Background: an optimization exercise with open tools, aiming at small area, a short achievable clock period and few clock cycles per item. Do not read the settings as production practice.
In this exercise RTL edits were held to simulation tests only and were not proved equivalent to the original.
No activity file was given, so power comes from the tool's default toggle rates.

Setup of main:
==> module adm_arb, before the edit <==
module adm_arb (
  input  wire          clk,
  input  wire          rst,
  input  wire          cfg_we,
  input  wire [5:0]    cfg_sess,
  input  wire [1:0]    cfg_class,
  input  wire [9:0]    cfg_quota,
  input  wire          st_we,
  input  wire [5:0]    st_sess,
  input  wire [39:0]   st_stamp,
  input  wire          start,
  input  wire          frame_first,
  input  wire [7:0]    die_slot,
  input  wire [511:0]  cand,
  output wire          ready,
  output reg           done,
  output reg  [7:0]    gnt_valid,
  output reg  [47:0]   gnt_sess
);
  localparam CLS_NORMAL = 2'd2;
  localparam CLS_BULK   = 2'd3;
  reg [127:0]  sess_class;     
  reg [639:0]  sess_quota;     
  reg [2559:0] sess_stamp;     
  reg [639:0]  used;           
  reg [63:0]   becalmed;
  reg [47:0]   rr_normal;
  reg [47:0]   rr_bulk;
  reg        busy;
  reg [2:0]  ch;
  assign ready = ~busy;
  wire [63:0] ch_cand = cand[ch*64 +: 64];
  wire        ch_slot = die_slot[ch];
  reg [63:0] elig;
  reg [63:0] is_normal;
  reg [63:0] is_bulk;
  integer i;
  always @* begin
    for (i = 0; i < 64; i = i + 1) begin
      elig[i]      = ch_slot & ch_cand[i] & ~becalmed[i];
      is_normal[i] = elig[i] & (sess_class[2*i +: 2] == CLS_NORMAL);
      is_bulk[i]   = elig[i] & (sess_class[2*i +: 2] == CLS_BULK);
    end
  end
  function older;
    input [39:0] x;
    input [39:0] y;
    reg   [39:0] d;
    begin
      d = x - y;
      older = d[39];
    end
  endfunction
  wire        t_v   [0:126];
  wire        t_cls [0:126];    
  wire [39:0] t_st  [0:126];
  wire [5:0]  t_id  [0:126];
  genvar g;
  generate
    for (g = 0; g < 64; g = g + 1) begin : leaf
      assign t_v[g]   = elig[g] & ~sess_class[2*g+1];
      assign t_cls[g] = sess_class[2*g];
      assign t_st[g]  = sess_stamp[40*g +: 40];
      assign t_id[g]  = g;
    end
    for (g = 64; g < 127; g = g + 1) begin : node
      localparam integer A = 2 * (g - 64);
      localparam integer B = A + 1;
      wire a_wins = t_v[A] & (~t_v[B] |
                              (t_cls[A] < t_cls[B]) |
                              ((t_cls[A] == t_cls[B]) & ~older(t_st[B], t_st[A])));
      assign t_v[g]   = t_v[A] | t_v[B];
      assign t_cls[g] = a_wins ? t_cls[A] : t_cls[B];
      assign t_st[g]  = a_wins ? t_st[A]  : t_st[B];
      assign t_id[g]  = a_wins ? t_id[A]  : t_id[B];
    end
  endgenerate
  wire       pri_v  = t_v[126];
  wire [5:0] pri_id = t_id[126];
  function [6:0] lowest;
    input [63:0] req;
    integer k;
    begin
      lowest = 7'd0;
      for (k = 63; k >= 0; k = k - 1)
        if (req[k]) lowest = {1'b1, k[5:0]};
    end
  endfunction
  function [6:0] rr_pick;    
    input [63:0] req;
    input [5:0]  ptr;
    reg   [6:0]  hi;
    begin
      hi = lowest(req & ({64{1'b1}} << ptr));
      rr_pick = hi[6] ? hi : lowest(req);
    end
  endfunction
  wire [6:0] nrm = rr_pick(is_normal, rr_normal[6*ch +: 6]);
  wire [6:0] blk = rr_pick(is_bulk,   rr_bulk[6*ch +: 6]);
  reg        dec_v;
  reg [5:0]  dec_s;
  always @* begin
    if (pri_v) begin
      dec_v = 1'b1;
      dec_s = pri_id;
    end else if (nrm[6]) begin
      dec_v = 1'b1;
      dec_s = nrm[5:0];
    end else if (blk[6]) begin
      dec_v = 1'b1;
      dec_s = blk[5:0];
    end else begin
      dec_v = 1'b0;
      dec_s = 6'd0;
    end
  end
  wire [9:0] dec_used  = used[10*dec_s +: 10];
  wire [9:0] dec_q     = sess_quota[10*dec_s +: 10];
  wire [9:0] dec_quota = (dec_q == 10'd0) ? 10'd1 : dec_q;
  wire [9:0] dec_next  = (dec_used == 10'h3FF) ? dec_used : dec_used + 10'd1;
  wire       dec_calm  = ~sess_class[2*dec_s+1] & (dec_next >= dec_quota);
  wire       frame_clear = ~busy & start & frame_first;
  wire       dec_grant   = busy & dec_v;
  generate
    for (g = 0; g < 64; g = g + 1) begin : sess
      always @(posedge clk) begin
        if (rst) begin
          sess_class[2*g +: 2]   <= CLS_NORMAL;
          sess_quota[10*g +: 10] <= 10'd0;
          sess_stamp[40*g +: 40] <= 40'd0;
          used[10*g +: 10]       <= 10'd0;
          becalmed[g]            <= 1'b0;
        end else begin
          if (cfg_we && cfg_sess == g) begin
            sess_class[2*g +: 2]   <= cfg_class;
            sess_quota[10*g +: 10] <= cfg_quota;
          end
          if (st_we && st_sess == g)
            sess_stamp[40*g +: 40] <= st_stamp;
          if (frame_clear) begin
            used[10*g +: 10] <= 10'd0;
            becalmed[g]      <= 1'b0;
          end else if (dec_grant && dec_s == g) begin
            used[10*g +: 10] <= dec_next;
            if (dec_calm)
              becalmed[g] <= 1'b1;
          end
        end
      end
    end
  endgenerate
  always @(posedge clk) begin
    if (rst) begin
      busy      <= 1'b0;
      ch        <= 3'd0;
      done      <= 1'b0;
      gnt_valid <= 8'd0;
      gnt_sess  <= 48'd0;
      rr_normal <= 48'd0;
      rr_bulk   <= 48'd0;
    end else begin
      done <= 1'b0;
      if (!busy) begin
        if (start) begin
          busy <= 1'b1;
          ch   <= 3'd0;
        end
      end else begin
        gnt_valid[ch]       <= dec_v;
        gnt_sess[ch*6 +: 6] <= dec_s;
        if (dec_v) begin
          if (!pri_v && nrm[6])
            rr_normal[6*ch +: 6] <= nrm[5:0] + 6'd1;
          else if (!pri_v && !nrm[6])
            rr_bulk[6*ch +: 6] <= blk[5:0] + 6'd1;
        end
        ch <= ch + 3'd1;
        if (ch == 3'd7) begin
          busy <= 1'b0;
          done <= 1'b1;
        end
      end
    end
  end
endmodule
export LEC_CHECK = 0
export CAP_MARGIN = 20
export CORE_MARGIN = 2
export CORE_UTILIZATION = 30
export PLACE_DENSITY = 0.4
export SLEW_MARGIN = 20
create_clock -name core_clock -period 36.0 [get_ports {clk}]
run.sh (not shown) runs the stock make flow with config.mk's settings and CLKGATE_MAP_FILE= SYNTH_SCRIPT=/design/flow/synth_recipe.tcl, a recipe that flattens the netlist after the stock synthesis.
Testbench counts of main, summed over its fixed seeds: cycles 162,178, slots 16,000.
> inputs changed (main -> the feature branch)
--- a/flow/design.v
+++ b/flow/design.v
@@ -146,12 +146,27 @@
               becalmed[g] <= 1'b1;
           end
         end
       end
     end
   endgenerate
+  reg [2:0] first_ch, next_ch;
+  reg       next_v;
+  integer n;
+  always @* begin
+    first_ch = 3'd0;
+    for (n = 7; n >= 0; n = n - 1)
+      if (die_slot[n]) first_ch = n;
+    next_ch = 3'd0;
+    next_v  = 1'b0;
+    for (n = 7; n >= 0; n = n - 1)
+      if (die_slot[n] && n > ch) begin
+        next_ch = n;
+        next_v  = 1'b1;
+      end
+  end
   always @(posedge clk) begin
     if (rst) begin
       busy      <= 1'b0;
       ch        <= 3'd0;
       done      <= 1'b0;
       gnt_valid <= 8'd0;
@@ -159,26 +174,31 @@
       rr_normal <= 48'd0;
       rr_bulk   <= 48'd0;
     end else begin
       done <= 1'b0;
       if (!busy) begin
         if (start) begin
-          busy <= 1'b1;
-          ch   <= 3'd0;
+          gnt_valid <= 8'd0;
+          if (die_slot == 8'd0)
+            done <= 1'b1;
+          else begin
+            busy <= 1'b1;
+            ch   <= first_ch;
+          end
         end
       end else begin
         gnt_valid[ch]       <= dec_v;
         gnt_sess[ch*6 +: 6] <= dec_s;
         if (dec_v) begin
           if (!pri_v && nrm[6])
             rr_normal[6*ch +: 6] <= nrm[5:0] + 6'd1;
           else if (!pri_v && !nrm[6])
             rr_bulk[6*ch +: 6] <= blk[5:0] + 6'd1;
         end
-        ch <= ch + 3'd1;
-        if (ch == 3'd7) begin
+        ch <= next_ch;
+        if (!next_v) begin
           busy <= 1'b0;
           done <= 1'b1;
         end
       end
     end
   end
Findings:
When the feature branch is set beside main, its total power turns out to be about 15% larger.
STATUS achievable frequency: the feature branch loses against main
Summary of the feature branch over main: number of clock buffers in the layout +37, complex-gate fraction of the synthesized area -0.88 points, via count of the first global-routing pass ~0 delta.
Taking main as the reference point, the mux share of post-synthesis cell area of the feature branch rises by 1.7 points.
As far as number of non-filler instances in the completed layout is concerned, the feature branch and main perform about the same.
Testbench counts of the feature branch, summed over its fixed seeds: cycles 81,799, slots 16,000.

## static timing again, ports no longer ideal
The results above use ideal ports. As a check the final layouts listed here were re-extracted and re-timed, cells and wires unchanged. Step 1 assumes that a clkbuf_16 drives the clock port and a buf_2 every other input. Step 2 also shifts input and output timing later by t, the mid clock arrival at the registers, as if the neighbouring blocks saw the same clock. Slacks: ideal ports / drivers / drivers and shift; pairs: ideal ports / drivers.
run | t, ns | setup slack, ns | worst setup path after step 2 | worst register clock-pin slew, ns
main | 1.292 | 1.058 / 1.183 / -0.109 | input to register | 0.08 / 0.08
the feature branch | 1.283 | 0.917 / 0.871 / -0.411 | input to register | 0.07 / 0.07
With both steps, setup timing fails in main and the feature branch, where it was met with ideal ports. For the feature branch, which loses most, drivers alone change the setup slack by -0.046 ns; drivers and shift together by -1.328 ns.
